Background: an optimization exercise with open tools, aiming at small area, a short achievable clock period and few clock cycles. Do not read the settings as production practice. In this exercise RTL edits were held to simulation tests only and were not proved equivalent to the original. Power and IR drop assume default switching activity.

## config.mk

```make
export PLATFORM = sky130hd
export DESIGN_NAME = nyate_core
export DESIGN_NICKNAME = nyate_core
export VERILOG_FILES = /design/flow/design.v
export SDC_FILE = /design/flow/constraint.sdc
export NUM_CORES = 4
export LEC_CHECK = 0
export CAP_MARGIN = 20
export CORE_MARGIN = 2
export CORE_UTILIZATION = 60
export CTS_BUF_LIST = sky130_fd_sc_hd__clkbuf_8
export SLEW_MARGIN = 20
```

## constraint.sdc

```tcl
create_clock -name core_clock -period 14.0 [get_ports {clk}]
set_input_delay 2.8000 -clock core_clock [delete_from_list [all_inputs] [get_ports {clk}]]
set_output_delay 2.8000 -clock core_clock [all_outputs]
set_load 0.01 [all_outputs]
```

## design.v

```verilog
module nyate_core (
    input  wire        clk,
    input  wire        rst,           
    input  wire [15:0] ilen,          
    input  wire [10:0] dlen,          
    output wire [14:0] imem_addr,
    input  wire [35:0] imem_rdata,
    output wire [15:0] dmem_addr,
    output wire        dmem_we,
    output wire [17:0] dmem_wdata,
    input  wire [17:0] dmem_rdata,
    output reg         halted,
    output reg  [3:0]  fault_cause,
    output reg  [17:0] fault_detail
);
    localparam K  = 2;           
    localparam NM = 18 / K;      
    localparam KM = 6;           
    localparam NMM = 18 / KM;    
    localparam [3:0] F_ILLEGAL    = 4'd1;
    localparam [3:0] F_CODE_RANGE = 4'd2;
    localparam [3:0] F_DATA_RANGE = 4'd3;
    localparam [3:0] F_DIV_ZERO   = 4'd5;
    localparam [3:0] F_TRAP       = 4'd9;
    localparam SW_Z = 0, SW_N = 1, SW_C = 2, SW_V = 3, SW_SO = 4, SW_DZ = 5,
               SW_TRAP_DZ = 8;
    localparam [8:0] SW_MASK = 9'h13F;
    reg [17:0] regs [0:15];
    reg [8:0]  sw;
    reg [15:0] d_pc;             
    reg        d_nv;             
    reg        e_valid;
    reg [3:0]  e_step;
    reg [3:0]  e_rd;
    reg [17:0] e_a, e_b, e_imm;
    reg [18:0] e_acc;            
    reg [12:0] e_w;              
    reg        e_qneg, e_rneg;
    reg        e_pf;             
    reg [3:0]  e_pcause;
    reg        e_arith, e_sub, e_usec, e_wr, e_neg, e_abs, e_log, e_shf;
    reg [1:0]  e_lop;
    reg [2:0]  e_sop;
    reg        e_rdsw, e_wrsw, e_mul, e_div, e_sgn, e_ld, e_st;
    reg        e_br, e_jal, e_jr, e_trap;
    reg        e_jtr;            
    wire run = !halted;
    wire [35:0] ins = imem_rdata;
    wire [17:0] imm = ins[35:18];
    wire [5:0]  op  = ins[17:12];
    wire [3:0]  rd  = ins[11:8];
    wire [3:0]  ra  = ins[7:4];
    wire [3:0]  rb  = ins[3:0];
    wire rd0 = (rd == 4'd0), ra0 = (ra == 4'd0), rb0 = (rb == 4'd0),
         imm0 = (imm == 18'd0);
    reg illegal;
    always @(*) begin
        illegal = 1'b0;
        if (op == 6'h00)                           
            illegal = !(rd0 && ra0 && rb0 && imm0);
        else if (op == 6'h01)                      
            illegal = !(ra0 && rb0);
        else if (op >= 6'h02 && op <= 6'h1B && op != 6'h10 && op != 6'h11)
            illegal = op[0] ? !rb0 : !imm0;        
        else if (op == 6'h10)                      
            illegal = !(rd0 && imm0);
        else if (op == 6'h11)                      
            illegal = !(rd0 && rb0);
        else if (op == 6'h1C || op == 6'h1D)       
            illegal = !(rb0 && imm0);
        else if (op >= 6'h1E && op <= 6'h21)       
            illegal = !imm0 || rd[0];
        else if (op == 6'h22)                      
            illegal = !(ra0 && rb0 && imm0);
        else if (op == 6'h23)                      
            illegal = !(rd0 && rb0 && imm0);
        else if (op == 6'h24 || op == 6'h25)       
            illegal = !rb0;
        else if (op == 6'h36)                      
            illegal = !(ra0 && rb0) || (imm[17:15] != 3'd0);
        else if (op == 6'h37)                      
            illegal = !(ra0 && rb0);
        else if (op == 6'h38)                      
            illegal = !(rd0 && rb0 && imm0);
        else if (op == 6'h3A)                      
            illegal = !(rd0 && ra0 && rb0);
        else
            illegal = 1'b1;
    end
    wire d_pcflt = (d_pc >= ilen);
    wire d_pf    = d_pcflt || illegal;
    wire is_alu  = (op >= 6'h02 && op <= 6'h1B);
    wire is_st   = (op == 6'h25);
    wire is_jal  = (op == 6'h37);
    wire use_imm = (is_alu && op[0]) || op == 6'h01 || op == 6'h1C || op == 6'h1D;
    wire [15:0] wen;
    wire [17:0] bus_e, bus_o;
    wire [3:0]  bidx = (op[5] && op[2]) ? rd : rb;
    wire [17:0] fwd_a = wen[ra]   ? (ra[0]   ? bus_o : bus_e) : regs[ra];
    wire [17:0] fwd_b = wen[bidx] ? (bidx[0] ? bus_o : bus_e) : regs[bidx];
    wire [15:0] d_pc1 = d_pc + 16'd1;
    wire e_first = e_valid && (e_step == 4'd0);
    wire cin     = sw[SW_C];
    wire        swap   = e_neg || ((e_abs || (e_div && e_sgn)) && e_a[17]);
    wire [17:0] add_x  = swap ? 18'd0 : e_a;
    wire [17:0] add_y0 = swap ? e_a : e_b;
    wire [17:0] add_y  = e_sub ? ~add_y0 : add_y0;
    wire        add_ci = e_sub ? !(e_usec && cin) : ((e_usec && cin) || (e_mul && e_sgn));
    wire [18:0] add_t  = {1'b0, add_x} + {1'b0, add_y} + {18'd0, add_ci};
    wire [17:0] add_r  = add_t[17:0];
    wire        add_c  = e_sub ? !add_t[18] : add_t[18];
    wire        add_v  = (add_x[17] == add_y[17]) && (add_r[17] != add_x[17]);
    reg [17:0] log_r;
    always @(*) begin
        case (e_lop)
            2'd0: log_r = e_a & e_b;
            2'd1: log_r = e_a | e_b;
            2'd2: log_r = e_a ^ e_b;
            default: log_r = e_b;
        endcase
    end
    wire [17:0] k      = e_b;
    wire        k_hi0  = (k[17:5] == 13'd0);
    wire        k_lt19 = k_hi0 && (k[4:0] < 5'd19);
    wire        k_lt18 = k_hi0 && (k[4:0] < 5'd18);
    wire        k_ge18 = !k_lt18;
    wire [16:0] kq     = k[17:1];
    wire [4:0]  kpos   = kq[2:0] + kq[8:6] + kq[14:12];
    wire [4:0]  kneg   = kq[5:3] + kq[11:9] + {1'b0, kq[16:15]};
    wire [5:0]  kalt   = {1'b0, kpos} + 6'd18 - {1'b0, kneg};    
    reg  [3:0]  kmod9;
    always @(*) begin
        case (kalt)
            6'd0, 6'd9,  6'd18, 6'd27, 6'd36: kmod9 = 4'd0;
            6'd1, 6'd10, 6'd19, 6'd28, 6'd37: kmod9 = 4'd1;
            6'd2, 6'd11, 6'd20, 6'd29, 6'd38: kmod9 = 4'd2;
            6'd3, 6'd12, 6'd21, 6'd30, 6'd39: kmod9 = 4'd3;
            6'd4, 6'd13, 6'd22, 6'd31:        kmod9 = 4'd4;
            6'd5, 6'd14, 6'd23, 6'd32:        kmod9 = 4'd5;
            6'd6, 6'd15, 6'd24, 6'd33:        kmod9 = 4'd6;
            6'd7, 6'd16, 6'd25, 6'd34:        kmod9 = 4'd7;
            default:                          kmod9 = 4'd8;
        endcase
    end
    wire        is_rot  = (e_sop == 3'd3) || (e_sop == 3'd4);
    wire        is_left = (e_sop == 3'd0) || (e_sop == 3'd3);
    wire        rot_pre = e_shf && is_rot && !k_lt18 && e_step == 4'd0;
    wire [4:0]  rot_m   = (e_step != 4'd0) ? e_imm[4:0] : k[4:0];
    wire [4:0]  sh_amt  = is_rot ? rot_m : (k_lt18 ? k[4:0] : 5'd0);
    wire [4:0]  sh_rr   = (is_left && sh_amt != 5'd0) ? 5'd18 - sh_amt : sh_amt;
    wire [17:0] sh_y0   = e_a;
    wire [17:0] sh_y1   = sh_rr[4] ? {sh_y0[15:0], sh_y0[17:16]} : sh_y0;
    wire [17:0] sh_y2   = sh_rr[3] ? {sh_y1[7:0],  sh_y1[17:8]}  : sh_y1;
    wire [17:0] sh_y3   = sh_rr[2] ? {sh_y2[3:0],  sh_y2[17:4]}  : sh_y2;
    wire [17:0] sh_y4   = sh_rr[1] ? {sh_y3[1:0],  sh_y3[17:2]}  : sh_y3;
    wire [17:0] sh_y    = sh_rr[0] ? {sh_y4[0],    sh_y4[17:1]}  : sh_y4;
    reg  [17:0] sh_t;
    integer jt;
    always @(*)
        for (jt = 0; jt < 18; jt = jt + 1)
            sh_t[jt] = !k_lt18 || (jt < k[4:0]);
    wire        sh_zero = (e_sop[2:1] == 2'd0) && !k_lt19;         
    reg  [17:0] sh_r;
    integer ji;
    always @(*)
        for (ji = 0; ji < 18; ji = ji + 1)
            case (e_sop)
                3'd0:    sh_r[ji] = !sh_zero && !sh_t[ji] && sh_y[ji];
                3'd1:    sh_r[ji] = !sh_zero && !sh_t[17 - ji] && sh_y[ji];
                3'd2:    sh_r[ji] = sh_t[17 - ji] ? e_a[17] : sh_y[ji];
                default: sh_r[ji] = sh_y[ji];
            endcase
    wire        sh_nz   = is_rot ? (rot_m != 5'd0) : (k != 18'd0);
    wire        sh_c    = sh_nz && !sh_zero && (is_left ? sh_y[0] : sh_y[17]);
    reg [17:0] ms, mc, mq, pp, fs;
    integer j;
    always @(*) begin
        ms = e_acc[17:0];
        mc = e_imm;
        mq = e_b;
        for (j = 0; j < KM; j = j + 1) begin
            pp = mq[0] ? e_a : 18'd0;
            if (e_sgn) begin
                if (j == KM - 1 && e_step == NMM - 1)
                    pp[16:0] = ~pp[16:0];
                else
                    pp[17] = ~pp[17];
            end
            fs = ms ^ mc ^ pp;
            mc = (ms & mc) | (ms & pp) | (mc & pp);
            mq = {fs[0], mq[17:1]};
            ms = {1'b0, fs[17:1]};
        end
    end
    wire [17:0] mul_hi = {add_r[17] ^ e_sgn, add_r[16:0]};
    wire        bneg  = e_sgn && e_b[17];
    wire        bpos1 = !bneg;
    wire [20:0] dv_y  = bneg ? {{3{e_b[17]}}, e_b} : ~{3'b0, e_b};
    wire [20:0] dv_y2 = {dv_y[19:0], bpos1};
    wire [20:0] dv_T  = {1'b0, e_acc[17:0], e_imm[17:16]};
    wire [20:0] dv_d1 = dv_T + dv_y + {20'd0, bpos1};
    wire [20:0] dv_d2 = dv_T + dv_y2 + {20'd0, bpos1};
    wire [20:0] dv_cs = dv_T ^ dv_y ^ dv_y2;
    wire [20:0] dv_cc = {(dv_T[19:0] & dv_y[19:0]) | (dv_T[19:0] & dv_y2[19:0]) |
                         (dv_y[19:0] & dv_y2[19:0]), bpos1};
    wire [20:0] dv_d3 = dv_cs + dv_cc + {20'd0, bpos1};
    wire        dv_ge1 = !dv_d1[20], dv_ge2 = !dv_d2[20], dv_ge3 = !dv_d3[20];
    wire [17:0] dv_r  = dv_ge3 ? dv_d3[17:0] : dv_ge2 ? dv_d2[17:0] :
                        dv_ge1 ? dv_d1[17:0] : dv_T[17:0];
    wire [17:0] dv_q  = {e_imm[15:0], dv_ge2, dv_ge3 || (dv_ge1 && !dv_ge2)};
    wire [17:0] dv_qf = e_qneg ? (18'd0 - e_imm) : e_imm;
    wire [17:0] dv_rf = e_rneg ? (18'd0 - e_acc[17:0]) : e_acc[17:0];
    wire        dv_vf = e_sgn && !e_qneg && e_imm[17];
    wire        bzero = (e_b == 18'd0);
    reg cond;
    always @(*) begin
        case (e_rd)
            4'd0:  cond = 1'b1;
            4'd1:  cond = sw[SW_Z];
            4'd2:  cond = !sw[SW_Z];
            4'd3:  cond = sw[SW_C];
            4'd4:  cond = !sw[SW_C];
            4'd5:  cond = sw[SW_N];
            4'd6:  cond = !sw[SW_N];
            4'd7:  cond = sw[SW_V];
            4'd8:  cond = !sw[SW_V];
            4'd9:  cond = !sw[SW_C] && !sw[SW_Z];
            4'd10: cond = sw[SW_C] || sw[SW_Z];
            4'd11: cond = (sw[SW_N] == sw[SW_V]);
            4'd12: cond = (sw[SW_N] != sw[SW_V]);
            4'd13: cond = !sw[SW_Z] && (sw[SW_N] == sw[SW_V]);
            4'd14: cond = sw[SW_Z] || (sw[SW_N] != sw[SW_V]);
            default: cond = sw[SW_SO];
        endcase
    end
    wire [14:0] tgt    = e_jr ? e_a[14:0] : e_imm[14:0];
    wire        trange = ({1'b0, tgt} >= ilen);
    wire        take   = e_valid && (e_jal || e_jr || (e_br && cond));
    wire [17:0] maddr  = e_a + e_imm;
    wire [6:0]  m_lo   = {1'b0, e_a[5:0]} + {1'b0, e_imm[5:0]};
    wire [12:0] m_u    = {1'b0, e_a[17:6]} + {1'b0, e_imm[17:6]} + {12'd0, m_lo[6]};
    wire [13:0] m_v    = {2'b0, e_a[17:6]} + {e_w[12], e_w} + {13'd0, m_lo[6]};
    wire        mrange = !m_v[13] && (!m_u[12] || m_v[12]);
    reg        flt;
    reg [3:0]  flt_cause;
    reg [17:0] flt_detail;
    always @(*) begin
        flt = 1'b0; flt_cause = 4'd0; flt_detail = 18'd0;
        if (e_first) begin
            if (e_pf) begin
                flt = 1'b1; flt_cause = e_pcause; flt_detail = e_b;
            end else if (e_trap) begin
                flt = 1'b1; flt_cause = F_TRAP; flt_detail = e_imm;
            end else if ((e_ld || e_st) && mrange) begin
                flt = 1'b1; flt_cause = F_DATA_RANGE; flt_detail = maddr;
            end else if (take && trange) begin
                flt = 1'b1; flt_cause = F_CODE_RANGE; flt_detail = {3'd0, tgt};
            end else if (e_div && bzero && sw[SW_TRAP_DZ]) begin
                flt = 1'b1; flt_cause = F_DIV_ZERO; flt_detail = 18'd0;
            end
        end
    end
    wire mul_end = e_mul && (e_step == NMM);
    wire div_end = e_div && (e_step == NM + 1);
    wire div_dz  = e_div && (e_step == 4'd0) && bzero;
    wire ld_end  = e_ld && (e_step == 4'd1);
    reg  e_last;
    always @(*) begin
        if (e_ld)       e_last = ld_end;
        else if (e_mul) e_last = mul_end;
        else if (e_div) e_last = div_end || div_dz;
        else if (e_shf) e_last = !rot_pre;
        else            e_last = 1'b1;
    end
    wire stall = e_valid && !e_last;
    wire blk   = e_pf || (e_jal && e_jtr) || (e_div && bzero && sw[SW_TRAP_DZ]);
    wire act   = e_valid && run && !blk;
    wire single = e_valid && e_last && (e_arith || e_abs || e_log || e_shf || e_rdsw);
    reg [17:0] res;
    always @(*) begin
        res = 18'd0;
        if (e_arith || e_abs) res = add_r;
        if (e_log)            res = log_r;
        if (e_shf)            res = sh_r;
        if (e_rdsw)           res = {9'd0, sw};
    end
    reg        we1, we2;
    reg [17:0] wd1, wd2;
    always @(*) begin
        we1 = 1'b0; we2 = 1'b0;
        wd1 = res;  wd2 = res;
        if (ld_end) begin
            we1 = 1'b1; wd1 = dmem_rdata; wd2 = dmem_rdata;
        end else if (mul_end) begin
            we1 = 1'b1; we2 = 1'b1; wd1 = e_imm; wd2 = mul_hi;
        end else if (div_end) begin
            we1 = 1'b1; we2 = 1'b1; wd1 = dv_qf; wd2 = dv_rf;
        end else if (div_dz) begin
            we1 = 1'b1; we2 = 1'b1; wd1 = 18'd0; wd2 = e_a;
        end else if (single) begin
            we1 = e_wr;
        end
        if (!act) begin
            we1 = 1'b0; we2 = 1'b0;
        end
    end
    wire [3:0] rd_hi = {e_rd[3:1], 1'b1};
    genvar g;
    generate
        for (g = 0; g < 16; g = g + 1) begin : g_wen
            assign wen[g] = (we1 && e_rd == g) || (we2 && rd_hi == g);
        end
    endgenerate
    assign bus_e = wd1;
    assign bus_o = we2 ? wd2 : wd1;
    reg [8:0] sw_n;
    always @(*) begin
        sw_n = sw;
        if (e_wrsw) begin
            sw_n = e_a[8:0] & SW_MASK;
        end else if (mul_end) begin
            sw_n[SW_Z] = (e_imm == 18'd0) && (mul_hi == 18'd0);
            sw_n[SW_N] = mul_hi[17];
            sw_n[SW_C] = 1'b0;
            sw_n[SW_V] = 1'b0;
        end else if (div_end || div_dz) begin
            sw_n[SW_Z] = (wd1 == 18'd0);
            sw_n[SW_N] = wd1[17];
            sw_n[SW_C] = 1'b0;
            sw_n[SW_V] = div_end && dv_vf;
            if (div_end && dv_vf) sw_n[SW_SO] = 1'b1;
            if (div_dz) sw_n[SW_DZ] = 1'b1;
        end else if (e_arith || e_abs || (e_log && e_lop != 2'd3) || e_shf) begin
            sw_n[SW_Z] = (res == 18'd0);
            sw_n[SW_N] = res[17];
            if (e_arith)  sw_n[SW_C] = add_c;
            if (e_shf)    sw_n[SW_C] = sh_c;
            if (e_arith || e_abs) begin
                sw_n[SW_V] = add_v;
                if (add_v) sw_n[SW_SO] = 1'b1;
            end
        end
    end
    wire sw_we = act && ((e_first && (e_wrsw || e_arith || e_abs || e_log || div_dz))
                         || (e_shf && !rot_pre) || mul_end || div_end);
    wire [15:0] next_pc = take ? {1'b0, tgt} : ((stall || d_nv) ? d_pc : d_pc1);
    assign imem_addr = next_pc[14:0];
    wire d_go = run && !stall && !take && !d_nv;
    assign dmem_addr  = maddr[15:0];
    assign dmem_we    = e_valid && run && e_st && !e_pf && !mrange;
    assign dmem_wdata = e_b;
    integer i;
    always @(posedge clk) begin
        for (i = 0; i < 16; i = i + 1)
            if (rst || wen[i])
                regs[i] <= rst ? 18'd0 : (i[0] ? bus_o : bus_e);
        if (rst) begin
            sw           <= 9'd0;
            d_pc         <= 16'd0;
            d_nv         <= 1'b1;
            e_valid      <= 1'b0;
            e_step       <= 4'd0;
            halted       <= 1'b0;
            fault_cause  <= 4'd0;
            fault_detail <= 18'd0;
        end else if (run) begin
            if (sw_we) sw <= sw_n;
            if (e_valid && flt) begin
                halted       <= 1'b1;
                fault_cause  <= flt_cause;
                fault_detail <= flt_detail;
            end
            d_pc <= next_pc;
            d_nv <= 1'b0;
            if (stall) begin
                e_step <= e_step + 4'd1;
                if (e_mul) begin
                    if (e_step == NMM - 1) begin
                        e_a   <= ms;
                        e_b   <= mc;
                        e_imm <= mq;
                    end else begin
                        e_acc <= {1'b0, ms};
                        e_imm <= mc;
                        e_b   <= mq;
                    end
                end
                if (e_shf)
                    e_imm[4:0] <= {kmod9, k[0]};
                if (e_div) begin
                    if (e_step == 4'd0) begin
                        e_imm  <= (e_sgn && e_a[17]) ? add_r : e_a;
                        e_acc  <= 19'd0;
                        e_qneg <= e_sgn && (e_a[17] != e_b[17]);
                        e_rneg <= e_sgn && e_a[17];
                    end else begin
                        e_imm <= dv_q;
                        e_acc <= {1'b0, dv_r};
                    end
                end
            end else begin
                e_valid <= d_go;
                e_step  <= 4'd0;
                e_acc   <= 19'd0;
                e_rd    <= rd;
                e_a     <= fwd_a;
                e_b     <= d_pcflt ? {2'd0, d_pc} : illegal ? ins[17:0] :
                           use_imm ? imm : (is_jal ? {2'd0, d_pc1} : fwd_b);
                e_jtr   <= ({1'b0, imm[14:0]} >= ilen);
                e_w     <= {1'b0, imm[17:6]} - {2'b0, dlen};
                e_imm   <= imm;
                e_pf    <= d_pf;
                e_pcause <= d_pcflt ? F_CODE_RANGE : F_ILLEGAL;
                e_arith <= ((op >= 6'h02 && op <= 6'h11) && !(op >= 6'h0A && op <= 6'h0F)
                                  || op == 6'h1C);
                e_sub   <= (op >= 6'h06 && op <= 6'h11) || op == 6'h1C || op == 6'h1D
                           || op == 6'h21;
                e_usec  <= (op >= 6'h04 && op <= 6'h05) || (op >= 6'h08 && op <= 6'h09);
                e_wr    <= !(op == 6'h10 || op == 6'h11);
                e_neg   <= (op == 6'h1C);
                e_abs   <= (op == 6'h1D);
                e_log   <= ((op >= 6'h0A && op <= 6'h0F) || op == 6'h01 || op == 6'h37);
                e_lop   <= (op == 6'h0A || op == 6'h0B) ? 2'd0 :
                           (op == 6'h0C || op == 6'h0D) ? 2'd1 :
                           (op == 6'h0E || op == 6'h0F) ? 2'd2 : 2'd3;
                e_shf   <= (op >= 6'h12 && op <= 6'h1B);
                e_sop   <= (op - 6'h12) >> 1;
                e_rdsw  <= (op == 6'h22);
                e_wrsw  <= (op == 6'h23);
                e_mul   <= (op == 6'h1E || op == 6'h1F);
                e_div   <= (op == 6'h20 || op == 6'h21);
                e_sgn   <= (op == 6'h1F || op == 6'h21);
                e_ld    <= (op == 6'h24);
                e_st    <= (op == 6'h25);
                e_br    <= (op == 6'h36);
                e_jal   <= (op == 6'h37);
                e_jr    <= (op == 6'h38);
                e_trap  <= (op == 6'h3A);
            end
        end
    end
endmodule
```

## flow/run.sh

```bash
#!/bin/bash
# Layout flow: the standard layout (standard.sh), except that the port
# buffers are plain sky130_fd_sc_hd__buf_2 cells instead of the delay cells
# buffer_ports picks on its own. Every port still gets its buffer.
# The make output goes to standard_flow.log; each ORFS step keeps its own
# log under orfs/logs/.
set -euo pipefail
cd "$(dirname "$0")/.."
export BUFFER_PORTS_ARGS="-buffer_cell sky130_fd_sc_hd__buf_2"
bash standard.sh finish > standard_flow.log 2>&1
```

## standard.sh

```bash
#!/bin/bash
# synth_recipe.tcl (not shown) runs the flow's synth.tcl, then flattens the netlist and writes it again
# the make line also repeats each setting of config.mk as NAME=value (left out here)
make -C /OpenROAD-flow-scripts/flow DESIGN_CONFIG=/design/flow/config.mk WORK_HOME=/design/flow/orfs CLKGATE_MAP_FILE= SYNTH_SCRIPT=/design/flow/synth_recipe.tcl "${@:-finish}"
```

==> results of run 1 <==
## state kept, by name, summed over array words and instances (netlist names), 7 cells and up
| name | count |
|---|---|
| regs | 288 |
| e_b | 18 |
| fault_detail | 18 |
| d_pc | 16 |
| e_acc | 18 |
| e_w | 13 |
| e_imm | 18 |
| sw | 7 |
| e_a | 18 |
## cells in the mapped netlist, types with 11 or more instances
| master | number | area share, % |
|---|---|---|
| a21oi_1 | 375 | 4.6 |
| o21ai_1 | 16 | 0.20 |
| a22o_1 | 42 | 0.90 |
| xnor2_1 | 148 | 3.2 |
| clkbuf_1 | 255 | 2.3 |
| fa_1 | 138 | 6.8 |
| a31oi_1 | 50 | 0.76 |
| or2_2 | 13 | 0.20 |
| xor2_1 | 68 | 1.5 |
| buf_1 | 26 | 0.24 |
| o21a_1 | 26 | 0.48 |
| or4_1 | 12 | 0.22 |
| dfxtp_1 | 52 | 2.5 |
| mux2i_1 | 66 | 1.6 |
| inv_1 | 256 | 2.3 |
| o211ai_1 | 61 | 1.1 |
| ha_1 | 225 | 6.9 |
| and3_1 | 35 | 0.54 |
| nand2b_1 | 64 | 0.98 |
| nand2_1 | 389 | 3.6 |
| a221o_1 | 11 | 0.27 |
| buf_4 | 20 | 0.37 |
| buf_2 | 15 | 0.18 |
| a22oi_1 | 213 | 3.9 |
| nor3_1 | 89 | 1.1 |
| nor4_1 | 18 | 0.28 |
| o22ai_1 | 66 | 1.0 |
| o21bai_1 | 23 | 0.42 |
| nor2_1 | 398 | 3.7 |
| o31ai_1 | 22 | 0.40 |
| and2_1 | 22 | 0.34 |
| o21ai_0 | 246 | 3.0 |
| a211oi_1 | 64 | 1.2 |
| a221oi_1 | 65 | 1.4 |
| nand3_1 | 136 | 1.7 |
| nor2b_1 | 36 | 0.55 |
| a21o_1 | 90 | 1.7 |
| edfxtp_1 | 407 | 30 |
| nand4_1 | 60 | 0.92 |
| a211o_1 | 11 | 0.24 |
| o221ai_1 | 35 | 0.75 |
## per-stage QoR
step	total power [mW]	instance area (sq um)	util (%)
finish	10.4	44400	66.1
floorplan	5.92	40900	-
CTS	9.81	44400	66.0
global placement	8.43	42900	63.7
detailed placement	8.53	42900	63.7
global route	10.7	44400	66.0
## cells in the final DEF, fill, tap and decap left out, types with 148 or more instances in the layout
cell      netlist  final
nor2_1        398    397
o21ai_0       246    242
edfxtp_1      407    407
buf_4          20    171
inv_1         256    275
buf_2          15    154
a21oi_1       375    374
xnor2_1       148    148
a22oi_1       213    213
nand2_1       389    389
ha_1          225    225
## cell families after synthesis
| family | Yosys count | synth area share [%] |
|---|---|---|
| buffers and inverters | 584 | 5.72 |
| AOI/OAI and AO/OA | 1567 | 25.9 |
| other | 1 | 0.00917 |
| adders and majority gates | 364 | 13.7 |
| DFF | 459 | 32.4 |
| xor gates and xnor gates | 216 | 4.63 |
| muxes | 83 | 2.28 |
| and+or+nand+nor | 1336 | 15.4 |
## layer usage
layer,up-vias,track usage [%],routed length (um)
li1,17400,-,-
met1,19900,66.0,63900
met2,4370,77.4,78300
met3,1388,25.2,35200
met4,16,40.2,20600
met5,-,1.39,190
## worst min-delay path: stages, from the launching register on
cell and delay (ps):
dfxtp_1 310, nand2_1 50, a21oi_1 50
## worst paths after layout
path,from,to,cells after the start
min reg2reg,fault_cause[0],fault_cause[0],2
max reg2reg,e_a[17],e_b[7],24
min,fault_cause[0],fault_cause[0],2
max,e_b[6],imem_addr[10],12
## power by group
part / internal, mW / switching, mW / leakage [nW] / total [mW]
clock network: 0.645 / 0.633 / 0.869 / 1.28
registers: 1.78 / 0.230 / 4.53 / 2.01
logic: 2.32 / 4.76 / 12.5 / 7.08
## area by class of cell
type,instances,share of cell area [%]
repair buffers,325,4.62
flip-flops and latches,459,29.8
multi-input cells,3568,57.3
clock inverters,59,1.02
well taps,873,2.46
diodes,7,0.0394
clock buffers,81,2.51
inverters,261,2.20
==> flow_metrics.py, run 1 <==
metrics = {
    "worst_setup_path": {
        "r2r_slack_ps": 6190,
        "critPathTopFamily": "simple AND/OR/NAND/NOR gates",
        "cp_common_cell": "nand2_1",
        "critPathLaunchType": "register",
        "end_kind": "output port",
        "cp.arrival_ps": 5050,
        "crit_fanout": 12,
        "crit_required_ps": 11200,
        "path_class": "register to output port",
        "crit_path_top_delay_cell": "nor2_1",
        "crit_path_cell_trace": "nor3_1, and4_1, a41oi_1, buf_4, nand2_1, o21ai_1, and3_2, nor2_1, nand2_1, xor2_1, a21oi_1, buf_2",
        "cp_slowest_stage_delay_ps": 740,
        "path_buf_inv": 2,
    },
    "placement": {
        "gp_congestion": 1.17,
        "pre_cts_ws_ps": 6880,
        "io_buffers": 155,
        "dpl.cell_count": 5486,
        "hpwl_um": 138000,
    },
    "synth": {
        "ys_seq_elements": 459,
        "netlist_area_sq_um": 40900,
        "synth_cell_types": 110,
        "async_flop_share_pct": 0,
        "synth_edf_count": 407,
        "netlist_instances": 4610,
        "synth_ff_type": "edfxtp_1",
        "syn_area_per_cell_sq_um": 8.87,
        "seq_area_frac_synth_pct": 32.4,
        "yosys_warnings": 2,
    },
    "detailed_routing": {
        "wirelength_um": 198000,
        "vias": 43100,
        "drt_iter0_markers": 8929,
        "antenna_left": 0,
        "dr.pass1.iters": 12,
        "drc": 0,
        "vias_per_cell": 7.65,
        "wl_per_cell_um": 35.2,
    },
    "cts": {
        "clkSlewWorstSetupHoldPaths_ps": 60,
        "cts-root-buf": "clkbuf_8",
        "cts_max_path_buffers": 3,
        "insertion_delay_ps": 740,
        "cts_tree": "done",
        "post_cts_resized": 0,
        "cts_hold_buf": 0,
        "cts-buffers-inserted": 79,
        "htreeDepth": 3,
        "clock_sinks": 459,
        "cts_setup_buffers": 0,
    },
    "timing": {
        "fin_ws_ps": 6150,
        "whs_ps": 456,
        "clock_skew_ps": 70.8,
        "slew_headroom_pct": 7.67,
        "fmax_mhz": 127,
        "final_hold_viol_count": 0,
        "finalCriticalPeriod_ps": 7850,
        "fin_crit_sh_pct": 56.1,
        "setup_violations": 0,
        "fin_setup_tns_ps": 0,
        "worst_pin_slew_ps": 1380,
        "slew_viol_final": 0,
        "rsz0062_at_grt": "no",
    },
    "power": {
        "power.density_nw_per_um2": 233,
        "power_leakage_nw": 17.9,
        "ir_drop_v": 0.000389,
    },
    "grt": {
        "grt_pass1_wl_um": 278000,
        "grt_max_degree": 67,
        "grt_pass1_vias": 39400,
        "grt_overflow_total": 0,
        "antenna_found_initial": 13,
        "grt.total_usage_pct": 55.0,
    },
    "final_layout": {
        "regArea_sq_um": 13300,
        "area_delta_synth_final_pct": 8.66,
        "layoutNonFillerInstCount": 5633,
        "fill_cells": 5495,
        "drive_above_1_share_pct": 11.5,
        "final_nets": 5140,
        "multi_input_area_sq_um": 25500,
    },
    "die": {
        "ios": 156,
        "die-area_sq_um": 70300,
        "start_util_pct": 60.8,
        "die_h_um": 265,
        "die_w_um": 265,
        "core-area_sq_um": 67300,
        "rows": 95,
    },
    "hold_path": {
        "hold_path.class": "register to register",
    },
    "job": {
        "drv_cap": 0,
    },
    "outcome": {
        "outcome": "finished clean",
    },
}
Testbench counts, summed over its fixed seeds: cycles 73,382.
==> inputs of run 2 (changes only) <==
==> flow/run.sh (replaced) <==
#!/bin/bash
# Layout flow: the standard layout (the make command of standard.sh),
# except that
#  - the port buffers are plain sky130_fd_sc_hd__buf_2 cells instead of the
#    delay cells buffer_ports picks on its own (every port still gets one);
#  - timing repair aims for 6.8 ns, so that the critical paths get
#    repaired although the 14 ns clock is met, and it may resize cells to
#    other footprints (MATCH_CELL_FOOTPRINT=0). The constraints are unchanged.
# The make output goes to standard_flow.log; each ORFS step keeps its own
# log under orfs/logs/.
set -euo pipefail
cd "$(dirname "$0")/.."
export BUFFER_PORTS_ARGS="-buffer_cell sky130_fd_sc_hd__buf_2"
export SETUP_SLACK_MARGIN=7.2
sed 's/"\${@:-finish}"/MATCH_CELL_FOOTPRINT=0 finish/' standard.sh > standard_nofp.sh
grep -q 'MATCH_CELL_FOOTPRINT=0 finish' standard_nofp.sh
bash standard_nofp.sh > standard_flow.log 2>&1
--- a/config.mk
+++ b/config.mk
@@ -7,6 +7,6 @@
 export LEC_CHECK = 0
 export CAP_MARGIN = 20
 export CORE_MARGIN = 2
-export CORE_UTILIZATION = 60
+export CORE_UTILIZATION = 50
 export CTS_BUF_LIST = sky130_fd_sc_hd__clkbuf_8
 export SLEW_MARGIN = 20
==> run 2 against run 1 <==
  * Largest power group unchanged
  * Still clean
  * Critical path type unchanged
  * Total power is 3.4% higher
  * Via count decreased by 1.7%
  * Maximum frequency increased by 6.3%
  * Sequential power down 2%
  * Synthesized cell count is the same
  * Register-to-register slack gained 1100 ps
  * Combinational power increased by 4.0%
  * Setup slack improved by 470 ps
  * Cell count up 4.5%
  * Global-route usage is 6.3 points lower
  * Die area up 20%
  * Synthesized area did not move
==> flow_metrics.py, run 2 <==
metrics = {
    "outcome": {
        "outcome": "finished clean",
    },
    "detailed_routing": {
        "drt_iter0_markers": 7142,
        "wirelength_um": 211000,
        "drc": 0,
        "vias": 42400,
        "antenna_left": 0,
        "dr.pass1.iters": 8,
        "wl_per_cell_um": 35.9,
        "vias_per_cell": 7.20,
    },
    "grt": {
        "grt_max_degree": 62,
        "grt_overflow_total": 0,
        "grt_pass1_wl_um": 294000,
        "grt_pass1_vias": 38800,
        "antenna_found_initial": 15,
        "grt.total_usage_pct": 48.7,
    },
    "cts": {
        "cts-buffers-inserted": 81,
        "cts_max_path_buffers": 3,
        "clkSlewWorstSetupHoldPaths_ps": 70,
        "cts-root-buf": "clkbuf_8",
        "insertion_delay_ps": 760,
        "cts_tree": "done",
        "htreeDepth": 3,
        "cts_hold_buf": 0,
        "clock_sinks": 459,
    },
    "timing": {
        "finalCriticalPeriod_ps": 7380,
        "final_hold_viol_count": 0,
        "worst_pin_slew_ps": 1330,
        "whs_ps": 454,
        "setup_violations": 0,
        "slew_viol_final": 0,
        "clock_skew_ps": 86.5,
        "fin_crit_sh_pct": 52.7,
        "slew_headroom_pct": 11.4,
        "fin_setup_tns_ps": 0,
        "rsz0062_at_grt": "yes",
        "fin_ws_ps": 6620,
        "fmax_mhz": 135,
    },
    "worst_setup_path": {
        "crit_required_ps": 11200,
        "crit_fanout": 6,
        "path_buf_inv": 3,
        "r2r-start": "e_b[11]",
        "end_kind": "output port",
        "reg2reg_depth": 13,
        "critPathTopFamily": "compound AO/OA/AOI/OAI gates",
        "r2r_slack_ps": 7300,
        "cp.arrival_ps": 4580,
        "reg2reg_to": "regs[13][11]",
        "crit_path_top_delay_cell": "edfxtp_1",
        "critPathLaunchType": "register",
        "cp_slowest_stage_delay_ps": 1020,
        "crit_path_cell_trace": "ha_1, inv_1, o21bai_1, a21o_1, inv_1, fa_1, nor2b_1, o21a_1, o21a_1, o21a_1, o21a_1, o21a_1, o21a_1, o21ai_2, a21oi_2, maj3_2, and3_4, buf_2",
        "cp_common_cell": "o21a_1",
        "path_class": "register to output port",
    },
    "synth": {
        "synthTopCellsByCount": "edfxtp_1 (407), nor2_1 (398), nand2_1 (389), a21oi_1 (375), inv_1 (256)",
        "ys_top_cells_by_area": "edfxtp_1 (30%), ha_1 (6.9%), fa_1 (6.8%)",
        "synth_edf_count": 407,
        "synth_cell_types": 110,
        "yosys_warnings": 2,
        "netlist_area_sq_um": 40900,
        "netlist_instances": 4610,
        "seq_area_frac_synth_pct": 32.4,
        "async_flop_share_pct": 0,
        "synth_most_common_cell": "edfxtp_1",
        "yosys.area.top_type": "edfxtp_1",
        "yosysTopAreaCellShare_pct": 29.9,
        "ys_seq_elements": 459,
        "synth_ff_type": "edfxtp_1",
        "syn_area_per_cell_sq_um": 8.87,
    },
    "placement": {
        "gp_congestion": 1.13,
        "io_buffers": 155,
        "hpwl_um": 150000,
        "pre_cts_ws_ps": 6730,
        "dpl.cell_count": 5685,
    },
    "power": {
        "power_frac_seq_pct": 18.4,
        "ir_drop_v": 0.000344,
        "p_int_mw": 4.96,
        "power.density_nw_per_um2": 235,
        "switchingPower_mw": 5.77,
        "power_leakage_nw": 18.3,
        "p_clk_share_pct": 13.0,
        "p_comb_share_pct": 68.6,
        "switching_share_pct": 53.8,
    },
    "final_layout": {
        "drive_above_1_share_pct": 13.8,
        "regMostFlops": "regs",
        "final_common_cell": "edfxtp_1",
        "multi_input_area_sq_um": 25900,
        "fill_cells": 7421,
        "regArea_sq_um": 13300,
        "final_nets": 5195,
        "largest_reg_flops": 288,
        "area_delta_synth_final_pct": 11.8,
        "mostFrequentLayoutCells": "edfxtp_1 (407), nor2_1 (390), nand2_1 (386)",
        "layoutNonFillerInstCount": 5884,
    },
    "hold_path": {
        "hold_path.class": "register to register",
        "worstHoldEndpoint": "fault_detail[17]",
        "min_path_cells": 2,
        "min-delay-start": "fault_detail[17]",
    },
    "die": {
        "start_util_pct": 50.6,
        "die_h_um": 290,
        "die_w_um": 290,
        "ios": 156,
        "rows": 104,
        "core-area_sq_um": 80800,
        "die-area_sq_um": 84100,
    },
    "job": {
        "drv_cap": 0,
    },
}
[run 2: cell counts after synthesis]
Identical to the previous run, type by type.
[run 2: cell type report]
cell class / instances / area share [%]
clock buffers: 84 / 2.53
diodes: 11 / 0.0602
repair buffers: 374 / 5.50
well taps: 1060 / 2.90
inverters: 261 / 2.16
clock inverters: 63 / 1.28
flip-flops and latches: 459 / 29.0
multi-input cells: 3572 / 56.6
[run 2: logic make-up after synthesis]
group / count (synthesis) / synth area share (%)
adders and majority gates: 364 / 13.7
AOI/OAI and AO/OA: 1567 / 25.9
and+or+nand+nor: 1336 / 15.4
muxes: 83 / 2.28
DFF: 459 / 32.4
xor gates and xnor gates: 216 / 4.63
buffers and inverters: 584 / 5.72
other: 1 / 0.00917
[run 2: worst register-to-register path: stages, from the launching register on]
cell and delay, ps:
edfxtp_1 660, nor3_2 380, nand4_2 470, o22ai_2 500, and2_1 250, nand2_1 260
a211oi_1 840, nand3_1 150, o221ai_1 260, mux2i_1 190, a2111oi_2 560, a211oi_2 180
a221oi_2 1070, a211oi_1 510
[run 2: layer usage]
layer / global-route usage (%) / vias to the layer above / share of wire, %
met5: 0 / - / 0.036
li1: - / 17500 / -
met3: 18.6 / 1009 / 15
met2: 68.5 / 3727 / 40
met4: 35.2 / 12 / 9.4
met1: 60.9 / 20100 / 35
[run 2: worst max-delay path by stage]
stage              startpoint       to  slack [ps]  depth (start not counted)
2_1_floorplan        e_imm[0]  dmem_we        7500                         19
3_5_place_dp   imem_rdata[17]  e_b[10]        6730                         13
4_1_cts                e_a[0]  dmem_we        6740                         21
5_1_grt                e_a[0]  dmem_we        6570                         21
6_report             e_imm[4]  dmem_we        6620                         18
3_3_place_gp   imem_rdata[17]  e_b[10]        6720                         13
[run 2: per-stage QoR]
stage	cell area [sq um]	power, mW	utilization (%)
after floorplan	40900	5.92	-
after global placement	43200	8.73	53.5
after detailed placement	43200	8.76	53.5
after CTS	45200	10.2	56.0
after global routing	45700	11.2	56.6
final	45700	10.7	56.6
[run 2: power groups by stage]
stage          registers [mW]  logic, mW  clock network, mW
5_1_grt                  1.99       7.73               1.45
6_report                 1.97       7.36               1.39
4_1_cts                  1.96       6.86               1.39
3_3_place_gp             2.00       6.73                  0
2_1_floorplan            1.95       3.97                  0
3_5_place_dp             2.00       6.76                  0
[run 2: repair_timing]
| item | in CTS | in global routing |
|---|---|---|
| pin swaps | 9 | 18 |
| cloned | 2 | 4 |
| setup endpoints to repair | 59 | 192 |
| setup buffers | 12 | 23 |
| gates resized for setup | 39 | 50 |
==> inputs of run 3 (changes only) <==
--- a/design.v
+++ b/design.v
@@ -39,12 +39,37 @@
     reg        e_pf;             
     reg [3:0]  e_pcause;
     reg        e_arith, e_sub, e_usec, e_wr, e_neg, e_abs, e_log, e_shf;
+    reg        e_swap;           
     reg [1:0]  e_lop;
     reg [2:0]  e_sop;
     reg        e_rdsw, e_wrsw, e_mul, e_div, e_sgn, e_ld, e_st;
     reg        e_br, e_jal, e_jr, e_trap;
     reg        e_jtr;            
+    reg        e_rreg;           
+    reg        e_dz;             
     wire run = !halted;
+    function [4:0] mod18(input [17:0] x);
+        reg [4:0] pos, neg;
+        reg [5:0] alt;
+        reg [3:0] m9;
+        begin
+            pos = x[3:1] + x[9:7] + x[15:13];
+            neg = x[6:4] + x[12:10] + {1'b0, x[17:16]};
+            alt = {1'b0, pos} + 6'd18 - {1'b0, neg};             
+            case (alt)
+                6'd0, 6'd9,  6'd18, 6'd27, 6'd36: m9 = 4'd0;
+                6'd1, 6'd10, 6'd19, 6'd28, 6'd37: m9 = 4'd1;
+                6'd2, 6'd11, 6'd20, 6'd29, 6'd38: m9 = 4'd2;
+                6'd3, 6'd12, 6'd21, 6'd30, 6'd39: m9 = 4'd3;
+                6'd4, 6'd13, 6'd22, 6'd31:        m9 = 4'd4;
+                6'd5, 6'd14, 6'd23, 6'd32:        m9 = 4'd5;
+                6'd6, 6'd15, 6'd24, 6'd33:        m9 = 4'd6;
+                6'd7, 6'd16, 6'd25, 6'd34:        m9 = 4'd7;
+                default:                          m9 = 4'd8;
+            endcase
+            mod18 = {m9, x[0]};
+        end
+    endfunction
     wire [35:0] ins = imem_rdata;
     wire [17:0] imm = ins[35:18];
     wire [5:0]  op  = ins[17:12];
@@ -101,9 +126,8 @@
     wire [15:0] d_pc1 = d_pc + 16'd1;
     wire e_first = e_valid && (e_step == 4'd0);
     wire cin     = sw[SW_C];
-    wire        swap   = e_neg || ((e_abs || (e_div && e_sgn)) && e_a[17]);
-    wire [17:0] add_x  = swap ? 18'd0 : e_a;
-    wire [17:0] add_y0 = swap ? e_a : e_b;
+    wire [17:0] add_x  = e_swap ? 18'd0 : e_a;
+    wire [17:0] add_y0 = e_swap ? e_a : e_b;
     wire [17:0] add_y  = e_sub ? ~add_y0 : add_y0;
     wire        add_ci = e_sub ? !(e_usec && cin) : ((e_usec && cin) || (e_mul && e_sgn));
     wire [18:0] add_t  = {1'b0, add_x} + {1'b0, add_y} + {18'd0, add_ci};
@@ -124,28 +148,10 @@
     wire        k_lt19 = k_hi0 && (k[4:0] < 5'd19);
     wire        k_lt18 = k_hi0 && (k[4:0] < 5'd18);
     wire        k_ge18 = !k_lt18;
-    wire [16:0] kq     = k[17:1];
-    wire [4:0]  kpos   = kq[2:0] + kq[8:6] + kq[14:12];
-    wire [4:0]  kneg   = kq[5:3] + kq[11:9] + {1'b0, kq[16:15]};
-    wire [5:0]  kalt   = {1'b0, kpos} + 6'd18 - {1'b0, kneg};    
-    reg  [3:0]  kmod9;
-    always @(*) begin
-        case (kalt)
-            6'd0, 6'd9,  6'd18, 6'd27, 6'd36: kmod9 = 4'd0;
-            6'd1, 6'd10, 6'd19, 6'd28, 6'd37: kmod9 = 4'd1;
-            6'd2, 6'd11, 6'd20, 6'd29, 6'd38: kmod9 = 4'd2;
-            6'd3, 6'd12, 6'd21, 6'd30, 6'd39: kmod9 = 4'd3;
-            6'd4, 6'd13, 6'd22, 6'd31:        kmod9 = 4'd4;
-            6'd5, 6'd14, 6'd23, 6'd32:        kmod9 = 4'd5;
-            6'd6, 6'd15, 6'd24, 6'd33:        kmod9 = 4'd6;
-            6'd7, 6'd16, 6'd25, 6'd34:        kmod9 = 4'd7;
-            default:                          kmod9 = 4'd8;
-        endcase
-    end
     wire        is_rot  = (e_sop == 3'd3) || (e_sop == 3'd4);
     wire        is_left = (e_sop == 3'd0) || (e_sop == 3'd3);
-    wire        rot_pre = e_shf && is_rot && !k_lt18 && e_step == 4'd0;
-    wire [4:0]  rot_m   = (e_step != 4'd0) ? e_imm[4:0] : k[4:0];
+    wire        rot_pre = e_shf && e_rreg && e_step == 4'd0;
+    wire [4:0]  rot_m   = e_imm[4:0];
     wire [4:0]  sh_amt  = is_rot ? rot_m : (k_lt18 ? k[4:0] : 5'd0);
     wire [4:0]  sh_rr   = (is_left && sh_amt != 5'd0) ? 5'd18 - sh_amt : sh_amt;
     wire [17:0] sh_y0   = e_a;
@@ -262,7 +268,7 @@
     end
     wire mul_end = e_mul && (e_step == NMM);
     wire div_end = e_div && (e_step == NM + 1);
-    wire div_dz  = e_div && (e_step == 4'd0) && bzero;
+    wire div_dz  = e_div && (e_step == 4'd1) && e_dz;
     wire ld_end  = e_ld && (e_step == 4'd1);
     reg  e_last;
     always @(*) begin
@@ -279,7 +285,8 @@
     reg [17:0] res;
     always @(*) begin
         res = 18'd0;
-        if (e_arith || e_abs) res = add_r;
+        if (e_arith)          res = add_r;
+        if (e_abs)            res = e_a[17] ? add_r : e_a;
         if (e_log)            res = log_r;
         if (e_shf)            res = sh_r;
         if (e_rdsw)           res = {9'd0, sw};
@@ -341,7 +348,7 @@
             end
         end
     end
-    wire sw_we = act && ((e_first && (e_wrsw || e_arith || e_abs || e_log || div_dz))
+    wire sw_we = act && ((e_first && (e_wrsw || e_arith || e_abs || e_log)) || div_dz
                          || (e_shf && !rot_pre) || mul_end || div_end);
     wire [15:0] next_pc = take ? {1'b0, tgt} : ((stall || d_nv) ? d_pc : d_pc1);
     assign imem_addr = next_pc[14:0];
@@ -386,9 +393,10 @@
                     end
                 end
                 if (e_shf)
-                    e_imm[4:0] <= {kmod9, k[0]};
+                    e_imm[4:0] <= mod18(k);
                 if (e_div) begin
                     if (e_step == 4'd0) begin
+                        e_dz   <= bzero;
                         e_imm  <= (e_sgn && e_a[17]) ? add_r : e_a;
                         e_acc  <= 19'd0;
                         e_qneg <= e_sgn && (e_a[17] != e_b[17]);
@@ -408,7 +416,8 @@
                            use_imm ? imm : (is_jal ? {2'd0, d_pc1} : fwd_b);
                 e_jtr   <= ({1'b0, imm[14:0]} >= ilen);
                 e_w     <= {1'b0, imm[17:6]} - {2'b0, dlen};
-                e_imm   <= imm;
+                e_imm   <= (op == 6'h19 || op == 6'h1B) ? {imm[17:5], mod18(imm)} : imm;
+                e_rreg  <= (op == 6'h18 || op == 6'h1A);
                 e_pf    <= d_pf;
                 e_pcause <= d_pcflt ? F_CODE_RANGE : F_ILLEGAL;
                 e_arith <= ((op >= 6'h02 && op <= 6'h11) && !(op >= 6'h0A && op <= 6'h0F)
@@ -419,6 +428,7 @@
                 e_wr    <= !(op == 6'h10 || op == 6'h11);
                 e_neg   <= (op == 6'h1C);
                 e_abs   <= (op == 6'h1D);
+                e_swap  <= (op == 6'h1C || op == 6'h1D || op == 6'h21);
                 e_log   <= ((op >= 6'h0A && op <= 6'h0F) || op == 6'h01 || op == 6'h37);
                 e_lop   <= (op == 6'h0A || op == 6'h0B) ? 2'd0 :
                            (op == 6'h0C || op == 6'h0D) ? 2'd1 :
==> run 3 against run 2 <==
  * Still clean
  * Sequential cell count rose by 2
  * Sequential power barely moved
  * Non-clock buffer count fell by 21
  * Setup slack improved by 56 ps
==> flow_metrics.py, run 3 <==
metrics = {
    "worst_setup_path": {
        "path_class": "register to output port",
        "end_kind": "output port",
        "crit_path_top_delay_cell": "edfxtp_1",
        "crit_path_cell_trace": "ha_4, fa_2, a21o_1, a21oi_2, o21bai_1, a21o_1, inv_1, fa_1, nor2b_1, o21a_1, o21a_1, o21a_1, o21a_1, o21ai_1, a21oi_1, o21ai_1, a21oi_2, maj3_2, nor3b_4, buf_2",
        "startpoint": "e_imm[0]",
        "crit_fanout": 2,
        "cp.arrival_ps": 4530,
        "r2r_slack_ps": 7140,
        "critPathLaunchType": "register",
        "r2r-start": "e_b[9]",
        "reg2reg_depth": 15,
        "cp_slowest_stage_delay_ps": 520,
        "crit_required_ps": 11200,
        "cp_common_cell": "o21a_1",
        "reg2reg_to": "regs[9][7]",
    },
    "die": {
        "die_h_um": 293,
        "core-area_sq_um": 83300,
        "die-area_sq_um": 86000,
        "rows": 106,
        "ios": 156,
        "die_w_um": 293,
        "start_util_pct": 50.2,
    },
    "grt": {
        "busiest_layer": "met2",
        "antenna_found_initial": 13,
        "grt.total_usage_pct": 47.3,
        "grt_pass1_vias": 40500,
        "grt_use_met1_pct": 57.9,
        "met2_usage_pct": 68.7,
        "grt_max_degree": 63,
        "met3_usage_pct": 17.8,
        "grt_overflow_total": 0,
        "grt_pass1_wl_um": 292000,
    },
    "synth": {
        "netlist_area_sq_um": 41800,
        "ys_seq_elements": 461,
        "synth_most_common_cell": "nand2_1",
        "ys_top_cells_by_area": "edfxtp_1 (29%), ha_1 (7.1%), fa_1 (7.1%)",
        "syn_area_per_cell_sq_um": 8.80,
        "synth_cell_types": 106,
        "async_flop_share_pct": 0,
        "yosysTopAreaCellShare_pct": 29.4,
        "seq_area_frac_synth_pct": 31.8,
        "synth_ff_type": "edfxtp_1",
        "yosys.area.top_type": "edfxtp_1",
        "yosys_warnings": 2,
        "netlist_instances": 4755,
        "synth_edf_count": 409,
        "synthTopCellsByCount": "nand2_1 (495), nor2_1 (417), edfxtp_1 (409), a21oi_1 (360)",
    },
    "detailed_routing": {
        "wl_per_cell_um": 34.6,
        "vias_per_cell": 7.17,
        "dr.pass1.iters": 10,
        "wirelength_um": 208000,
        "drc": 0,
        "antenna_left": 0,
        "drt_iter0_markers": 7304,
        "vias": 43200,
    },
    "timing": {
        "setup_violations": 0,
        "fin_setup_tns_ps": 0,
        "slew_viol_final": 0,
        "worst_pin_slew_ps": 1290,
        "clock_skew_ps": 37.8,
        "fin_crit_sh_pct": 52.3,
        "slew_headroom_pct": 13.5,
        "rsz0062_at_grt": "yes",
        "final_hold_viol_count": 0,
        "whs_ps": 448,
        "fmax_mhz": 136,
        "finalCriticalPeriod_ps": 7330,
    },
    "placement": {
        "hpwl_um": 148000,
        "gp_congestion": 1.10,
        "io_buffers": 155,
        "dpl.cell_count": 5837,
        "placed_area_sq_um": 44200,
    },
    "final_layout": {
        "regMostFlops": "regs",
        "drive_above_1_share_pct": 13.4,
        "largest_reg_flops": 288,
        "final_nets": 5340,
        "mostFrequentLayoutCells": "nand2_1 (495), edfxtp_1 (409), nor2_1 (403)",
        "multi_input_area_sq_um": 26800,
        "layoutNonFillerInstCount": 6028,
        "final_area_sq_um": 46500,
        "final_common_cell": "nand2_1",
        "area_delta_synth_final_pct": 11.2,
        "regArea_sq_um": 13300,
        "fill_cells": 7759,
    },
    "cts": {
        "cts-buffers-inserted": 82,
        "insertion_delay_ps": 750,
        "cts_tree": "done",
        "cts_max_path_buffers": 3,
        "clkSlewWorstSetupHoldPaths_ps": 60,
        "cts-root-buf": "clkbuf_8",
        "cts_hold_buf": 0,
        "clock_sinks": 461,
        "htreeDepth": 3,
    },
    "hold_path": {
        "min_path_cells": 2,
        "min-delay-start": "fault_cause[0]",
        "hold_path.class": "register to register",
        "worstHoldEndpoint": "fault_cause[0]",
    },
    "job": {
        "drv_cap": 0,
    },
    "power": {
        "power.density_nw_per_um2": 228,
        "ir_drop_v": 0.000268,
        "power_leakage_nw": 18.7,
    },
    "outcome": {
        "outcome": "finished clean",
    },
}
==> run 3: changes by cell type in the layout (fill, tap and decap cells not counted), sizes merged, moves of 25 or more <==
| cell | delta |
|---|---|
| a22oi | -30 |
| a211oi | -27 |
| nand2 | +107 |
| nand2b | -31 |
| nor3 | +25 |
==> run 3: timing repair <==
| item | CTS | global route |
|---|---|---|
| resized for setup | 31 | 42 |
| setup buffers | 17 | 14 |
| pin swaps | 9 | 14 |
| endpoints found under the setup margin | 33 | 100 |
==> run 3: layout make-up <==
cell class,instances,share of cell area [%]
Tap cell,1080,2.90
Antenna cell,6,0.0323
Clock inverter,71,1.18
Multi-Input combinational cell,3699,57.6
Timing Repair Buffer,353,4.93
Clock buffer,83,2.46
Inverter,275,2.24
Sequential cell,461,28.6
==> run 3: metrics by stage <==
stage	worst slack, ps	util, %	total power [mW]
4_1_cts	6800	55.4	10.2
6_report	6670	55.8	10.6
5_1_grt	6520	55.8	11.1
2_1_floorplan	7270	-	6.13
3_5_place_dp	6390	53.1	8.74
3_3_place_gp	6440	53.0	8.72
==> run 3: power breakdown <==
| part | switching [mW] | total, mW | internal [mW] |
|---|---|---|---|
| sequential | 0.206 | 1.97 | 1.77 |
| combinational | 4.78 | 7.27 | 2.49 |
| clock | 0.669 | 1.35 | 0.685 |
| total | 5.66 | 10.6 | 4.95 |
==> run 3: cells by family after synthesis <==
| logic type | synth area share [%] |
|---|---|
| multiplexers | 3.25 |
| adder cells (fa/ha/maj) | 14.2 |
| AND/OR/NAND/NOR | 16.0 |
| flip-flops | 31.8 |
| buffers and inverters | 5.62 |
| AO/OA/AOI/OAI | 24.5 |
| XOR/XNOR | 4.56 |
| other | 0.00896 |
==> run 3: worst max path at each step <==
| stage | end | slack, ps |
|---|---|---|
| finish | dmem_we | 6670 |
| global route | dmem_we | 6520 |
| CTS | dmem_we | 6800 |
| detailed placement | e_imm[4] | 6390 |
| global placement | e_imm[4] | 6440 |
| floorplan | e_imm[4] | 7270 |
==> run 3: critical path, delay by kind of cell (launching register included) <==
kind / cells / cell delay [ps]
compound gates: 12 / 1730
fa+ha+maj: 4 / 1110
buf+inv: 2 / 230
flops: 1 / 520
simple gates: 2 / 220
==> run 3: routing by layer <==
| layer | vias up | wire (um) |
|---|---|---|
| met2 | 3588 | 85600 |
| met5 | - | 159 |
| met1 | 20700 | 72700 |
| met4 | 20 | 18800 |
| met3 | 1012 | 31200 |
| li1 | 18000 | - |
Testbench counts of run 3, summed over its fixed seeds: cycles 74,060.
==> inputs of run 4 (changes only) <==
--- a/design.v
+++ b/design.v
@@ -120,9 +120,24 @@
     wire use_imm = (is_alu && op[0]) || op == 6'h01 || op == 6'h1C || op == 6'h1D;
     wire [15:0] wen;
     wire [17:0] bus_e, bus_o;
-    wire [3:0]  bidx = (op[5] && op[2]) ? rd : rb;
-    wire [17:0] fwd_a = wen[ra]   ? (ra[0]   ? bus_o : bus_e) : regs[ra];
-    wire [17:0] fwd_b = wen[bidx] ? (bidx[0] ? bus_o : bus_e) : regs[bidx];
+    wire        b_rd  = op[5] && op[2];
+    wire [15:0] sel_a = 16'd1 << ra;
+    wire [15:0] sel_b = b_rd ? (16'd1 << rd) : (16'd1 << rb);
+    reg  [17:0] rp_a, rp_b;
+    integer ir;
+    always @(*) begin
+        rp_a = 18'd0;
+        rp_b = 18'd0;
+        for (ir = 0; ir < 16; ir = ir + 1) begin
+            rp_a = rp_a | ({18{sel_a[ir]}} & regs[ir]);
+            rp_b = rp_b | ({18{sel_b[ir]}} & regs[ir]);
+        end
+    end
+    wire        hit_a = |(sel_a & wen);
+    wire        hit_b = |(sel_b & wen);
+    wire        par_b = b_rd ? rd[0] : rb[0];
+    wire [17:0] fwd_a = hit_a ? (ra[0] ? bus_o : bus_e) : rp_a;
+    wire [17:0] fwd_b = hit_b ? (par_b ? bus_o : bus_e) : rp_b;
     wire [15:0] d_pc1 = d_pc + 16'd1;
     wire e_first = e_valid && (e_step == 4'd0);
     wire cin     = sw[SW_C];
==> run 4 against run 3 <==
  * Still clean on timing, DRC and antenna
  * Clock power is 7% lower
  * Clock-buffer cell count grew 2
  * Cell area about the same
  * Non-clock buffer count rose by 13
  * Sequential share of layout area about the same
  * Die area rose by 0.71%
  * Maximum frequency increased by 5.8%
  * Via count down 0.24%
  * Sequential power is 3% higher
  * Clock skew increased by 8.4 ps
  * Highest routed layer unchanged
==> flow_metrics.py, run 4 <==
metrics = {
    "outcome": {
        "outcome": "finished clean",
    },
    "synth": {
        "yosys.area.top_type": "edfxtp_1",
        "yosysTopAreaCellShare_pct": 29.1,
        "async_flop_share_pct": 0,
        "synth_cell_types": 114,
        "synth_edf_count": 409,
        "ys_seq_elements": 461,
        "synth_most_common_cell": "nor2_1",
        "syn_area_per_cell_sq_um": 8.98,
        "ys_top_cells_by_area": "edfxtp_1 (29%), ha_1 (7.0%), fa_1 (7.0%)",
        "synth_ff_type": "edfxtp_1",
        "netlist_area_sq_um": 42100,
        "netlist_instances": 4693,
        "synthTopCellsByCount": "nor2_1 (427), nand2_1 (411), edfxtp_1 (409), a21oi_1 (294), inv_1 (284)",
        "yosys_warnings": 2,
        "seq_area_frac_synth_pct": 31.6,
    },
    "detailed_routing": {
        "wl_per_cell_um": 35.4,
        "vias_per_cell": 7.22,
        "drt_iter0_markers": 7481,
        "route.met3.wl_um": 30900,
        "vias": 43100,
        "highest_layer": "met5",
        "drc": 0,
        "wirelength_um": 212000,
        "wl_met1_um": 75500,
        "dr_wl_met2_um": 86300,
        "antenna_left": 0,
        "dr.pass1.iters": 9,
    },
    "timing": {
        "setup_violations": 0,
        "fin_ws_ps": 7080,
        "slew_headroom_pct": 9.84,
        "fmax_mhz": 144,
        "slew_viol_final": 0,
        "fin_setup_tns_ps": 0,
        "finalCriticalPeriod_ps": 6920,
        "final_hold_viol_count": 0,
        "clock_skew_ps": 46.2,
        "fin_crit_sh_pct": 49.5,
        "worst_pin_slew_ps": 1340,
        "rsz0062_at_grt": "yes",
    },
    "grt": {
        "grt_max_degree": 57,
        "grt_overflow_total": 0,
        "grt.total_usage_pct": 47.8,
        "grt_pass1_wl_um": 295000,
        "antenna_found_initial": 14,
        "grt_pass1_vias": 40000,
    },
    "hold_path": {
        "hold_path.class": "register to register",
    },
    "final_layout": {
        "drive_above_1_share_pct": 13.3,
        "mostFrequentLayoutCells": "nor2_1 (417), edfxtp_1 (409), nand2_1 (408)",
        "final_area_sq_um": 46500,
        "final_common_cell": "nor2_1",
        "fill_cells": 7754,
        "regMostFlops": "regs",
        "largest_reg_flops": 288,
        "area_delta_synth_final_pct": 10.4,
        "layoutNonFillerInstCount": 5974,
        "multi_input_area_sq_um": 26800,
        "regArea_sq_um": 13300,
        "final_nets": 5294,
    },
    "cts": {
        "cts_tree": "done",
        "insertion_delay_ps": 750,
        "clock_sinks": 461,
        "htreeDepth": 3,
        "cts-root-buf": "clkbuf_8",
        "cts_max_path_buffers": 3,
        "clkSlewWorstSetupHoldPaths_ps": 60,
        "cts_hold_buf": 0,
        "cts-buffers-inserted": 80,
    },
    "power": {
        "power.density_nw_per_um2": 260,
        "ir_drop_v": 0.000352,
        "power_mw": 12.1,
        "power_leakage_nw": 18.7,
    },
    "worst_setup_path": {
        "path_class": "register to output port",
        "cp_common_cell": "o21a_1",
        "crit_path_cell_trace": "buf_12, ha_4, fa_2, a21o_1, a21oi_2, o21bai_1, a21o_1, inv_2, fa_2, nor2b_1, o21a_1, o21ai_1, a21boi_1, o21a_1, o21a_1, o21ai_2, a21oi_4, o32ai_4, a21oi_2, buf_2",
        "cp.arrival_ps": 4120,
        "critPathLaunchType": "register",
        "cp_slowest_stage_delay_ps": 410,
        "end_kind": "output port",
        "crit_path_top_delay_cell": "edfxtp_1",
        "crit_fanout": 3,
        "crit_required_ps": 11200,
    },
    "placement": {
        "dpl.cell_count": 5790,
        "io_buffers": 155,
        "hpwl_um": 152000,
        "placed_area_sq_um": 44500,
        "gp_congestion": 1.08,
        "pre_cts_ws_ps": 6200,
    },
    "die": {
        "ios": 156,
        "die-area_sq_um": 86600,
        "die_w_um": 294,
        "rows": 106,
        "die_h_um": 294,
        "core-area_sq_um": 83600,
        "start_util_pct": 50.4,
    },
    "job": {
        "drv_cap": 0,
    },
}
run 4: cell types whose count changed in the layout (fill, tap and decap cells not counted), sizes merged, moves of 14 or more:
cell / previous run / this run
a21oi: 360 / 296
a221oi: 84 / 115
a222oi: 18 / 4
a22o: 31 / 95
a22oi: 184 / 139
clkinv: 43 / 27
inv: 291 / 321
nand2: 497 / 412
nand4: 50 / 66
nor3: 115 / 133
o22ai: 60 / 32
run 4: logic make-up after synthesis:
kind of cell | synth area share [%]
compound gates | 24.9
xor+xnor | 4.57
fa+ha+maj | 14.1
buf+inv | 5.77
flops | 31.6
mux | 3.42
other cells | 0.00890
simple gates | 15.6
run 4: metal layers:
layer / track usage, % / vias to the layer above
li1: - / 17900
met1: 60.7 / 20700
met2: 67.9 / 3574
met3: 16.5 / 972
met4: 33.9 / 14
met5: 0.227 / -
run 4: what timing repair did:
action / CTS / global route
hold endpoints to repair: 0 / 0
endpoints found under the setup margin: 37 / 75
pin swaps: 12 / 12
cloned: 1 / 0
gates resized for setup: 36 / 22
buffers inserted: 20 / 13
run 4: critical path, delay by kind of cell, from the launching register on:
family,cells,cell delay (ps)
AOI/OAI and AO/OA,13,1860
adders and majority gates,3,700
DFF,1,410
buffers and inverters,3,400
and+or+nand+nor,1,50
run 4: per-stage QoR:
step / utilization, % / hold WS (ps)
final: 55.7 / 451
after floorplan: - / 444
after global routing: 55.6 / 481
after global placement: 53.2 / 440
after CTS: 55.4 / 454
after detailed placement: 53.2 / 446
run 4: final timing paths:
check | cells past startpoint | to | from | slack [ps]
max | 20 | dmem_we | e_a[0] | 7080
max reg2reg | 15 | e_b[14] | e_b[17] | 7360
min | 2 | fault_detail[15] | fault_detail[15] | 450
min reg2reg | 2 | fault_detail[15] | fault_detail[15] | 450
run 4: where the power goes:
group	leakage [nW]	total (mW)	switching [mW]	internal, mW
Sequential	4.56	2.03	0.230	1.80
Clock	0.898	1.25	0.639	0.608
Combinational	13.2	8.82	5.91	2.90
Total	18.7	12.1	6.78	5.31
run 4: final cells by class:
class | instances | share of cell area, %
multi-input combinational | 3625 | 57.6
sequential | 461 | 28.7
timing repair buffer | 366 | 5.14
tap | 1080 | 2.91
clock buffer | 85 | 2.52
inverter | 292 | 2.36
clock inverter | 59 | 0.759
antenna | 6 | 0.0323
Testbench counts of run 4, summed over its fixed seeds: cycles 74,060.

[port drivers added, routing unchanged]
Ports are ideal in the flow. The routed layouts listed here were re-timed in OpenROAD.
Step 1 (the two cells are an assumption about what drives the block):
set clk [get_ports {clk}]
set_driving_cell -lib_cell sky130_fd_sc_hd__clkbuf_16 $clk
set_driving_cell -lib_cell sky130_fd_sc_hd__buf_2 [delete_from_list [all_inputs] $clk]
Step 2 adds t to the input delays and takes it off the output delays; t is the mean of the earliest and latest rising clock arrival at the registers after step 1. Input paths then give back, and output paths get back, about the clock's delay inside the block.
Three values: ideal, step 1, step 2; two values: the first two.
| run | t, ns | setup slack, ns | slew at the worst register clock pin (ns) | worst data-port slew with drivers (ns) | pins driven straight from the clock port |
|---|---|---|---|---|---|
| run 1 | 0.768 | 6.150 / 6.087 / 6.185 | 0.08 / 0.08 | 0.08 | 1 |
| run 2 | 0.783 | 6.616 / 6.548 / 6.607 | 0.08 / 0.08 | 0.07 | 1 |
| run 3 | 0.802 | 6.672 / 6.601 / 6.615 | 0.07 / 0.07 | 0.07 | 1 |
| run 4 | 0.786 | 7.075 / 7.013 / 6.607 | 0.08 / 0.08 | 0.09 | 1 |
After both steps setup and hold are still met in every run listed. For run 4, which loses most, drivers alone change the setup slack by -0.062 ns; drivers and shift together by -0.468 ns.
